Context: an optimization exercise on an open-source flow, tuned for small area, a short achievable clock period and few clock cycles. The choices shown serve that exercise and are no tape-out recipe. The RTL was checked by simulation tests, not by an equivalence proof against the original design.

[flow/config.mk]
export PLATFORM = sky130hd
export DESIGN_NAME = gz_cmac
export DESIGN_NICKNAME = gz_cmac
export VERILOG_FILES = /design/flow/design.v
export SDC_FILE = /design/flow/constraint.sdc
export NUM_CORES = 8
export LEC_CHECK = 0
export CAP_MARGIN = 20
export CORE_MARGIN = 2
export CORE_UTILIZATION = 25
export PLACE_DENSITY = 0.45
export SLEW_MARGIN = 20
[flow/constraint.sdc]
create_clock -name core_clock -period 10.0 [get_ports {clk}]
set_input_delay 2.0000 -clock core_clock [delete_from_list [all_inputs] [get_ports {clk}]]
set_output_delay 2.0000 -clock core_clock [all_outputs]
set_load 0.01 [all_outputs]
[flow/design.v]
module gz_sbox (
    input  wire [7:0] a,
    output reg  [7:0] y
);
    always @(*) begin
        case (a)
            8'h00: y = 8'h63;
            8'h01: y = 8'h7c;
            8'h02: y = 8'h77;
            8'h03: y = 8'h7b;
            8'h04: y = 8'hf2;
            8'h05: y = 8'h6b;
            8'h06: y = 8'h6f;
            8'h07: y = 8'hc5;
            8'h08: y = 8'h30;
            8'h09: y = 8'h01;
            8'h0a: y = 8'h67;
            8'h0b: y = 8'h2b;
            8'h0c: y = 8'hfe;
            8'h0d: y = 8'hd7;
            8'h0e: y = 8'hab;
            8'h0f: y = 8'h76;
            8'h10: y = 8'hca;
            8'h11: y = 8'h82;
            8'h12: y = 8'hc9;
            8'h13: y = 8'h7d;
            8'h14: y = 8'hfa;
            8'h15: y = 8'h59;
            8'h16: y = 8'h47;
            8'h17: y = 8'hf0;
            8'h18: y = 8'had;
            8'h19: y = 8'hd4;
            8'h1a: y = 8'ha2;
            8'h1b: y = 8'haf;
            8'h1c: y = 8'h9c;
            8'h1d: y = 8'ha4;
            8'h1e: y = 8'h72;
            8'h1f: y = 8'hc0;
            8'h20: y = 8'hb7;
            8'h21: y = 8'hfd;
            8'h22: y = 8'h93;
            8'h23: y = 8'h26;
            8'h24: y = 8'h36;
            8'h25: y = 8'h3f;
            8'h26: y = 8'hf7;
            8'h27: y = 8'hcc;
            8'h28: y = 8'h34;
            8'h29: y = 8'ha5;
            8'h2a: y = 8'he5;
            8'h2b: y = 8'hf1;
            8'h2c: y = 8'h71;
            8'h2d: y = 8'hd8;
            8'h2e: y = 8'h31;
            8'h2f: y = 8'h15;
            8'h30: y = 8'h04;
            8'h31: y = 8'hc7;
            8'h32: y = 8'h23;
            8'h33: y = 8'hc3;
            8'h34: y = 8'h18;
            8'h35: y = 8'h96;
            8'h36: y = 8'h05;
            8'h37: y = 8'h9a;
            8'h38: y = 8'h07;
            8'h39: y = 8'h12;
            8'h3a: y = 8'h80;
            8'h3b: y = 8'he2;
            8'h3c: y = 8'heb;
            8'h3d: y = 8'h27;
            8'h3e: y = 8'hb2;
            8'h3f: y = 8'h75;
            8'h40: y = 8'h09;
            8'h41: y = 8'h83;
            8'h42: y = 8'h2c;
            8'h43: y = 8'h1a;
            8'h44: y = 8'h1b;
            8'h45: y = 8'h6e;
            8'h46: y = 8'h5a;
            8'h47: y = 8'ha0;
            8'h48: y = 8'h52;
            8'h49: y = 8'h3b;
            8'h4a: y = 8'hd6;
            8'h4b: y = 8'hb3;
            8'h4c: y = 8'h29;
            8'h4d: y = 8'he3;
            8'h4e: y = 8'h2f;
            8'h4f: y = 8'h84;
            8'h50: y = 8'h53;
            8'h51: y = 8'hd1;
            8'h52: y = 8'h00;
            8'h53: y = 8'hed;
            8'h54: y = 8'h20;
            8'h55: y = 8'hfc;
            8'h56: y = 8'hb1;
            8'h57: y = 8'h5b;
            8'h58: y = 8'h6a;
            8'h59: y = 8'hcb;
            8'h5a: y = 8'hbe;
            8'h5b: y = 8'h39;
            8'h5c: y = 8'h4a;
            8'h5d: y = 8'h4c;
            8'h5e: y = 8'h58;
            8'h5f: y = 8'hcf;
            8'h60: y = 8'hd0;
            8'h61: y = 8'hef;
            8'h62: y = 8'haa;
            8'h63: y = 8'hfb;
            8'h64: y = 8'h43;
            8'h65: y = 8'h4d;
            8'h66: y = 8'h33;
            8'h67: y = 8'h85;
            8'h68: y = 8'h45;
            8'h69: y = 8'hf9;
            8'h6a: y = 8'h02;
            8'h6b: y = 8'h7f;
            8'h6c: y = 8'h50;
            8'h6d: y = 8'h3c;
            8'h6e: y = 8'h9f;
            8'h6f: y = 8'ha8;
            8'h70: y = 8'h51;
            8'h71: y = 8'ha3;
            8'h72: y = 8'h40;
            8'h73: y = 8'h8f;
            8'h74: y = 8'h92;
            8'h75: y = 8'h9d;
            8'h76: y = 8'h38;
            8'h77: y = 8'hf5;
            8'h78: y = 8'hbc;
            8'h79: y = 8'hb6;
            8'h7a: y = 8'hda;
            8'h7b: y = 8'h21;
            8'h7c: y = 8'h10;
            8'h7d: y = 8'hff;
            8'h7e: y = 8'hf3;
            8'h7f: y = 8'hd2;
            8'h80: y = 8'hcd;
            8'h81: y = 8'h0c;
            8'h82: y = 8'h13;
            8'h83: y = 8'hec;
            8'h84: y = 8'h5f;
            8'h85: y = 8'h97;
            8'h86: y = 8'h44;
            8'h87: y = 8'h17;
            8'h88: y = 8'hc4;
            8'h89: y = 8'ha7;
            8'h8a: y = 8'h7e;
            8'h8b: y = 8'h3d;
            8'h8c: y = 8'h64;
            8'h8d: y = 8'h5d;
            8'h8e: y = 8'h19;
            8'h8f: y = 8'h73;
            8'h90: y = 8'h60;
            8'h91: y = 8'h81;
            8'h92: y = 8'h4f;
            8'h93: y = 8'hdc;
            8'h94: y = 8'h22;
            8'h95: y = 8'h2a;
            8'h96: y = 8'h90;
            8'h97: y = 8'h88;
            8'h98: y = 8'h46;
            8'h99: y = 8'hee;
            8'h9a: y = 8'hb8;
            8'h9b: y = 8'h14;
            8'h9c: y = 8'hde;
            8'h9d: y = 8'h5e;
            8'h9e: y = 8'h0b;
            8'h9f: y = 8'hdb;
            8'ha0: y = 8'he0;
            8'ha1: y = 8'h32;
            8'ha2: y = 8'h3a;
            8'ha3: y = 8'h0a;
            8'ha4: y = 8'h49;
            8'ha5: y = 8'h06;
            8'ha6: y = 8'h24;
            8'ha7: y = 8'h5c;
            8'ha8: y = 8'hc2;
            8'ha9: y = 8'hd3;
            8'haa: y = 8'hac;
            8'hab: y = 8'h62;
            8'hac: y = 8'h91;
            8'had: y = 8'h95;
            8'hae: y = 8'he4;
            8'haf: y = 8'h79;
            8'hb0: y = 8'he7;
            8'hb1: y = 8'hc8;
            8'hb2: y = 8'h37;
            8'hb3: y = 8'h6d;
            8'hb4: y = 8'h8d;
            8'hb5: y = 8'hd5;
            8'hb6: y = 8'h4e;
            8'hb7: y = 8'ha9;
            8'hb8: y = 8'h6c;
            8'hb9: y = 8'h56;
            8'hba: y = 8'hf4;
            8'hbb: y = 8'hea;
            8'hbc: y = 8'h65;
            8'hbd: y = 8'h7a;
            8'hbe: y = 8'hae;
            8'hbf: y = 8'h08;
            8'hc0: y = 8'hba;
            8'hc1: y = 8'h78;
            8'hc2: y = 8'h25;
            8'hc3: y = 8'h2e;
            8'hc4: y = 8'h1c;
            8'hc5: y = 8'ha6;
            8'hc6: y = 8'hb4;
            8'hc7: y = 8'hc6;
            8'hc8: y = 8'he8;
            8'hc9: y = 8'hdd;
            8'hca: y = 8'h74;
            8'hcb: y = 8'h1f;
            8'hcc: y = 8'h4b;
            8'hcd: y = 8'hbd;
            8'hce: y = 8'h8b;
            8'hcf: y = 8'h8a;
            8'hd0: y = 8'h70;
            8'hd1: y = 8'h3e;
            8'hd2: y = 8'hb5;
            8'hd3: y = 8'h66;
            8'hd4: y = 8'h48;
            8'hd5: y = 8'h03;
            8'hd6: y = 8'hf6;
            8'hd7: y = 8'h0e;
            8'hd8: y = 8'h61;
            8'hd9: y = 8'h35;
            8'hda: y = 8'h57;
            8'hdb: y = 8'hb9;
            8'hdc: y = 8'h86;
            8'hdd: y = 8'hc1;
            8'hde: y = 8'h1d;
            8'hdf: y = 8'h9e;
            8'he0: y = 8'he1;
            8'he1: y = 8'hf8;
            8'he2: y = 8'h98;
            8'he3: y = 8'h11;
            8'he4: y = 8'h69;
            8'he5: y = 8'hd9;
            8'he6: y = 8'h8e;
            8'he7: y = 8'h94;
            8'he8: y = 8'h9b;
            8'he9: y = 8'h1e;
            8'hea: y = 8'h87;
            8'heb: y = 8'he9;
            8'hec: y = 8'hce;
            8'hed: y = 8'h55;
            8'hee: y = 8'h28;
            8'hef: y = 8'hdf;
            8'hf0: y = 8'h8c;
            8'hf1: y = 8'ha1;
            8'hf2: y = 8'h89;
            8'hf3: y = 8'h0d;
            8'hf4: y = 8'hbf;
            8'hf5: y = 8'he6;
            8'hf6: y = 8'h42;
            8'hf7: y = 8'h68;
            8'hf8: y = 8'h41;
            8'hf9: y = 8'h99;
            8'hfa: y = 8'h2d;
            8'hfb: y = 8'h0f;
            8'hfc: y = 8'hb0;
            8'hfd: y = 8'h54;
            8'hfe: y = 8'hbb;
            8'hff: y = 8'h16;
            default: y = 8'h00;
        endcase
    end
endmodule
module gz_cmac (
    input  wire         clk,
    input  wire         rst,         
    input  wire         start,       
    input  wire [127:0] key,         
    output wire         idle,
    input  wire         in_valid,
    output wire         in_ready,
    input  wire [127:0] in_data,     
    input  wire         in_last,
    input  wire [4:0]   in_bytes,    
    output reg          tag_valid,
    output reg  [127:0] tag
);
    localparam [2:0] S_IDLE = 3'd0, S_SUBK = 3'd1, S_WAIT = 3'd2, S_ENC = 3'd3;
    reg [2:0]   state;
    reg [127:0] ckey;        
    reg [127:0] subl;        
    reg [127:0] chain;       
    reg [127:0] st;          
    reg [127:0] rk;          
    reg [3:0]   rnd;         
    reg         last_q;
    assign idle     = (state == S_IDLE);
    assign in_ready = (state == S_WAIT);
    wire [127:0] k1 = {subl[126:0], 1'b0} ^ (subl[127] ? 128'h87 : 128'h0);
    wire [127:0] k2 = {k1[126:0], 1'b0} ^ (k1[127] ? 128'h87 : 128'h0);
    reg [127:0] pad_mask;    
    reg [127:0] pad_bit;     
    integer b;
    always @(*) begin
        for (b = 0; b < 16; b = b + 1) begin
            pad_mask[127 - 8*b -: 8] = (b < in_bytes) ? 8'hff : 8'h00;
            pad_bit [127 - 8*b -: 8] = (b == in_bytes) ? 8'h80 : 8'h00;
        end
    end
    wire         full_last = (in_bytes == 5'd16);
    wire [127:0] msg_blk   = !in_last  ? in_data :
                             full_last ? (in_data ^ k1) :
                                         (((in_data & pad_mask) | pad_bit) ^ k2);
    reg [7:0] rcon;
    always @(*) begin
        case (rnd)
            4'd1:  rcon = 8'h01;
            4'd2:  rcon = 8'h02;
            4'd3:  rcon = 8'h04;
            4'd4:  rcon = 8'h08;
            4'd5:  rcon = 8'h10;
            4'd6:  rcon = 8'h20;
            4'd7:  rcon = 8'h40;
            4'd8:  rcon = 8'h80;
            4'd9:  rcon = 8'h1b;
            4'd10: rcon = 8'h36;
            default: rcon = 8'h00;
        endcase
    end
    wire [31:0] w0 = rk[127:96];
    wire [31:0] w1 = rk[95:64];
    wire [31:0] w2 = rk[63:32];
    wire [31:0] w3 = rk[31:0];
    wire [31:0] sw;
    gz_sbox ks0 (.a(w3[23:16]), .y(sw[31:24]));
    gz_sbox ks1 (.a(w3[15:8]),  .y(sw[23:16]));
    gz_sbox ks2 (.a(w3[7:0]),   .y(sw[15:8]));
    gz_sbox ks3 (.a(w3[31:24]), .y(sw[7:0]));
    wire [31:0] n0 = w0 ^ sw ^ {rcon, 24'h0};
    wire [31:0] n1 = w1 ^ n0;
    wire [31:0] n2 = w2 ^ n1;
    wire [31:0] n3 = w3 ^ n2;
    wire [127:0] rk_next = {n0, n1, n2, n3};
    wire [127:0] sb;
    genvar g;
    generate
        for (g = 0; g < 16; g = g + 1) begin : g_sb
            gz_sbox u_sb (.a(st[8*g+7 -: 8]), .y(sb[8*g+7 -: 8]));
        end
    endgenerate
    wire [127:0] sr;
    generate
        for (g = 0; g < 16; g = g + 1) begin : g_sr
            assign sr[127 - 8*g -: 8] = sb[127 - 8*((((g/4) + (g%4)) % 4)*4 + (g%4)) -: 8];
        end
    endgenerate
    function [7:0] xtime;
        input [7:0] v;
        xtime = {v[6:0], 1'b0} ^ (v[7] ? 8'h1b : 8'h00);
    endfunction
    wire [127:0] mc;
    generate
        for (g = 0; g < 4; g = g + 1) begin : g_mc
            wire [7:0] a0 = sr[127 - 32*g      -: 8];
            wire [7:0] a1 = sr[127 - 32*g -  8 -: 8];
            wire [7:0] a2 = sr[127 - 32*g - 16 -: 8];
            wire [7:0] a3 = sr[127 - 32*g - 24 -: 8];
            assign mc[127 - 32*g      -: 8] = xtime(a0) ^ xtime(a1) ^ a1 ^ a2 ^ a3;
            assign mc[127 - 32*g -  8 -: 8] = a0 ^ xtime(a1) ^ xtime(a2) ^ a2 ^ a3;
            assign mc[127 - 32*g - 16 -: 8] = a0 ^ a1 ^ xtime(a2) ^ xtime(a3) ^ a3;
            assign mc[127 - 32*g - 24 -: 8] = xtime(a0) ^ a0 ^ a1 ^ a2 ^ xtime(a3);
        end
    endgenerate
    wire [127:0] round_out = ((rnd == 4'd10) ? sr : mc) ^ rk_next;
    always @(posedge clk) begin
        if (rst) begin
            state     <= S_IDLE;
            ckey      <= 128'h0;
            subl      <= 128'h0;
            chain     <= 128'h0;
            st        <= 128'h0;
            rk        <= 128'h0;
            rnd       <= 4'd0;
            last_q    <= 1'b0;
            tag_valid <= 1'b0;
            tag       <= 128'h0;
        end else begin
            tag_valid <= 1'b0;
            case (state)
                S_IDLE: begin
                    if (start) begin
                        ckey  <= key;
                        st    <= key;            
                        rk    <= key;
                        rnd   <= 4'd1;
                        chain <= 128'h0;
                        state <= S_SUBK;
                    end
                end
                S_SUBK: begin
                    st  <= round_out;
                    rk  <= rk_next;
                    rnd <= rnd + 4'd1;
                    if (rnd == 4'd10) begin
                        subl  <= round_out;
                        state <= S_WAIT;
                    end
                end
                S_WAIT: begin
                    if (in_valid) begin
                        st     <= chain ^ msg_blk ^ ckey;
                        rk     <= ckey;
                        rnd    <= 4'd1;
                        last_q <= in_last;
                        state  <= S_ENC;
                    end
                end
                S_ENC: begin
                    st  <= round_out;
                    rk  <= rk_next;
                    rnd <= rnd + 4'd1;
                    if (rnd == 4'd10) begin
                        chain <= round_out;
                        if (last_q) begin
                            tag       <= round_out;
                            tag_valid <= 1'b1;
                            state     <= S_IDLE;
                        end else begin
                            state <= S_WAIT;
                        end
                    end
                end
                default: state <= S_IDLE;
            endcase
        end
    end
endmodule
[flow/run.sh]
#!/bin/bash
# synth_recipe.tcl (not shown) runs the flow's synth.tcl, then flattens the netlist and writes it again
# the make line also repeats each setting of config.mk as NAME=value (left out here)
make -C /OpenROAD-flow-scripts/flow DESIGN_CONFIG=/design/flow/config.mk WORK_HOME=/design/flow/orfs CLKGATE_MAP_FILE= SYNTH_SCRIPT=/design/flow/synth_recipe.tcl finish
==> run notes <==
==> how the worst min path moves through the flow <==
stage,slack [ns],end,start,cells past startpoint
after floorplan,0.45,last_q$_SDFFE_PP0P_,last_q$_SDFFE_PP0P_,2
after global placement,0.44,tag[2]$_SDFFE_PP0P_,tag[2]$_SDFFE_PP0P_,2
after detailed placement,0.45,tag[22]$_SDFFE_PP0P_,tag[22]$_SDFFE_PP0P_,2
after CTS,0.46,tag[22]$_SDFFE_PP0P_,tag[22]$_SDFFE_PP0P_,2
after global routing,0.48,tag[79]$_SDFFE_PP0P_,tag[79]$_SDFFE_PP0P_,2
final,0.46,tag[2]$_SDFFE_PP0P_,tag[2]$_SDFFE_PP0P_,2
==> metal layers <==
metal,share of wire,GRT usage,vias to the layer above
met5,0.00064,0,-
met4,0.072,0.196,90
met3,0.14,0.114,2652
met2,0.40,0.488,13800
met1,0.39,0.451,79400
li1,-,-,67800
==> placed cells by master, fill, tap and decap left out, types with 100 or more instances in the layout <==
cell,synthesis,routed
nor2_1,2141,2126
a21oi_1,1857,1845
a211oi_1,602,601
a311oi_1,169,169
or3_1,112,112
inv_1,247,241
o22ai_1,191,190
xnor3_1,117,116
o221ai_1,200,200
and3_1,117,116
clkbuf_16,0,145
o311ai_0,122,120
a21o_1,111,109
a31oi_1,493,489
clkdlybuf4s50_1,0,387
mux2i_1,232,227
xor2_1,260,249
o31ai_1,147,143
o211ai_1,431,431
ha_1,266,266
and2_1,111,110
nor3_1,457,454
nand4_1,120,120
a22oi_1,102,100
buf_4,41,749
nand2_1,2331,2324
xnor2_1,478,463
o21ai_0,1482,1479
nor4_1,105,102
a211o_1,100,100
nand3_1,527,527
a221oi_1,206,203
dfxtp_1,944,942
==> cell families (layout without fill, tap and decap cells) <==
| group | Yosys count | after routing | share of synthesized area |
|---|---|---|---|
| multiplexers | 283 | 283 | 0.0248 |
| adder cells (fa/ha/maj) | 266 | 266 | 0.0273 |
| buffers and inverters | 2301 | 1738 | 0.0780 |
| AND/OR/NAND/NOR | 6459 | 6459 | 0.234 |
| XOR/XNOR | 896 | 896 | 0.0825 |
| other | 0 | 98 | 0 |
| AO/OA/AOI/OAI | 7351 | 7351 | 0.399 |
| flip-flops | 944 | 944 | 0.155 |
==> metrics by stage <==
stage / std cells / hold WS (ns) / cell area (um2)
after floorplan: 18500 / 0.445 / 122000
after global placement: 24100 / 0.442 / 133000
after detailed placement: 24100 / 0.450 / 133000
after CTS: 24400 / 0.458 / 138000
after global routing: 24400 / 0.475 / 138000
final: 24500 / 0.455 / 138000
==> flip-flops by register name, summed over array words and instances, names as in the netlist, 8 cells and up <==
signal,flops
chain,128
ckey,128
rk,128
st,128
subl,128
tag,128
g_mc.a0,32
g_mc.a1,32
g_mc.a2,32
g_mc.a3,32
ks0.y,8
ks1.y,8
ks2.y,8
ks3.y,8
rcon,8
==> final cells by class <==
class / count / area share
Timing Repair Buffer: 1170 / 0.0734
Inverter: 321 / 0.00892
Multi-Input combinational cell: 15300 / 0.685
Sequential cell: 944 / 0.137
Clock buffer: 191 / 0.0294
Tap cell: 6450 / 0.0585
Antenna cell: 98 / 0.00178
Clock inverter: 56 / 0.00582
==> worst reg2reg max path: stages, from the launching register on <==
cell	delay, ns
dfxtp_1	0.45
inv_1	0.07
ha_1	0.25
and3b_4	0.34
buf_12	0.26
o21ai_0	1.20
xor2_1	0.85
a221o_1	0.33
buf_4	0.34
nor2_2	0.07
buf_4	0.22
inv_1	0.13
ha_1	0.59
nor2b_1	0.31
nand2_1	0.39
o211ai_1	0.14
o21ai_0	0.21
a21oi_1	0.06
o21ai_0	0.71
nand4_1	0.22
==> summary.txt <==
Clock tree
  • CTS-repair resized insts: 0
  • CTS tree: done
  • Hold_buf cts: 0
  • Root buffer cell: clkbuf_16
  • Max Buffers Root-to-Sink: 4
  • Clock sinks: between 900 and 1k
  • H-tree levels: 4
  • Setup repair bufs after CTS: 0
  • CTS clock-pin slew for the worst setup and hold paths: ~0.07 ns
  • Worst skew pair latency: just over 0.9 ns
  • Num CTS Buffers: between 100 and 150

STA
  • Final hold vios: 0
  • Fin crit share: 0.792
  • Fmax: ~130 MHz
  • Final slew viol count: 0
  • Finish-stage setup viols: 0
  • Post-route clock skew: approximately 0.08 ns
  • Setup_tns: 0 ns
  • Worst slew pin tran: roughly 1.4 ns
  • Tmin final: 7.92 ns
  • RSZ-0062 raised after global routing: false
  • Fin worst setup slack: approximately 2.1 ns
  • Relative slew margins: 0.0757

Global routing
  • GRT Total Usage: 0.344
  • Pin count of the biggest net entering global routing: 160
  • Vias in the first global route: 145k
  • Total gr overflow: 0
  • Global-route wire length before repair: roughly 1200000 um
  • Initial antenna violation count: around 150

Placed design
  • Final GP Congestion: 1.07
  • Pre-CTS setup slack: 1.77 ns
  • Final HPWL DP: 658000 um
  • Port bufs: between 300 and 400

Floorplanning
  • Number of core rows: 256
  • Die W: 703 um
  • Initial Util: 0.251
  • I/O pin total: 397
  • Die Ht: 703 um
  • Core Footprint: 486000 um2
  • Die area: 494000 um2

Run
  • Max Cap Viol: 0

Worst setup path
  • CP Capture Point: g_mc[3].a2[4]$_DFF_P_
  • Reg-to-Reg End: g_mc[0].a0[0]$_DFF_P_
  • CP Depth: 17
  • Slowest CP cell: o32ai_1
  • Launch point of the worst reg-to-reg path: rnd[0]$_SDFFE_PP0P_
  • Worst path max stage delay: 0.97 ns
  • Reg2reg path depth: 19
  • Critical path fanouts, max: 50
  • CP Launch Type: primary input
  • Worst Path Buf+Inv: 2
  • Critical Path AT: 8.67 ns
  • Crit path max-delay family: compound AO/OA/AOI/OAI gates
  • Critical path cell sequence: buf_4 > or4_4 > o21ai_4 > o32ai_1 > xnor2_1 > a21oi_2 > nand2_1 > inv_1 > ha_1 > nor2b_1 > nand2_1 > o21ai_0 > nor2_1 > nor3_1 > a31oi_1 > o31ai_1 > o32ai_1
  • Flop-to-flop setup slack: approximately 2.7 ns
  • Setup crit end kind: register
  • Critical path required time: 10.76 ns
  • Worst setup startpoint: in_bytes[1]
  • Worst Setup Path Type: in2reg

Yosys
  • FFs w/ async S/R, synth: 0
  • Cell variety after synth: 124
  • Register area share after synthesis: 0.155
  • Primary FF master, synth: dfxtp_1
  • Synth Net Count: 19.0k
  • Synth top area share: 0.155
  • Top-count cell post-synth: nand2_1
  • Synthesized area: ~120000 um2
  • Main area contributors after synthesis: dfxtp_1 15%, a21oi_1 7.6%, nand2_1 7.2%
  • EDFF count, synth: 0
  • Synth Instances: roughly 19k
  • YS warnings: 2
  • Synthesized flop and latch total: 944
  • Synth cell count leaders: 2331 x nand2_1, 2141 x nor2_1, 1857 x a21oi_1, 1482 x o21ai_0, 1244 x clkbuf_1
  • Cell taking the most area after synthesis: dfxtp_1
  • Syn_area_per_cell: 6.60 um2

Hold path
  • Worst min path class: reg2reg

Finish
  • FF/Latch Area: around 19000 um2
  • Multi-input gate area: 94500 um2
  • Area Growth Syn to Fin: 13.0%
  • Share of layout cells above drive strength 1: 0.0811
  • Fill count: 54.0k
  • Util after Layout: 0.284
  • Final nets: 18.4k

Routing
  • DRC Markers: 0
  • First-pass iteration count of the detailed router: 9
  • Drt via density: 6.69
  • Detailed-route wire length: 901000 um
  • Routed len/inst: 36.8 um
  • Via count: approximately 160k
  • Initial drt markers: 30.3k
  • Final ANT Viol Nets: 0

Run status
  • Status: complete, no violations
Testbench counts, summed over its fixed seeds: cycles 33,349.

-- afterwards: timing with drivers on the ports --
Ports are ideal in the flow. The routed layout listed here was re-timed in OpenROAD. Step 1 assumes that a clkbuf_16 drives the clock port and a buf_2 every other input. Step 2 times the ports against the registers' clock, not the clock port: input delays grow and output delays shrink by t, the midpoint of the rising clock arrivals with the driver on. Three values: ideal, step 1, step 2; two values: the first two.
t (ns): 1.022
slack for setup (ns): 2.085 / 2.006 / 0.984
latest minus earliest clock arrival (ns): 0.080 / 0.080
slew at the worst register clock pin (ns): 0.08 / 0.08
After both steps setup and hold are still met in this run. The setup slack of this run moves by -0.079 ns with the drivers and by -1.101 ns with both steps.
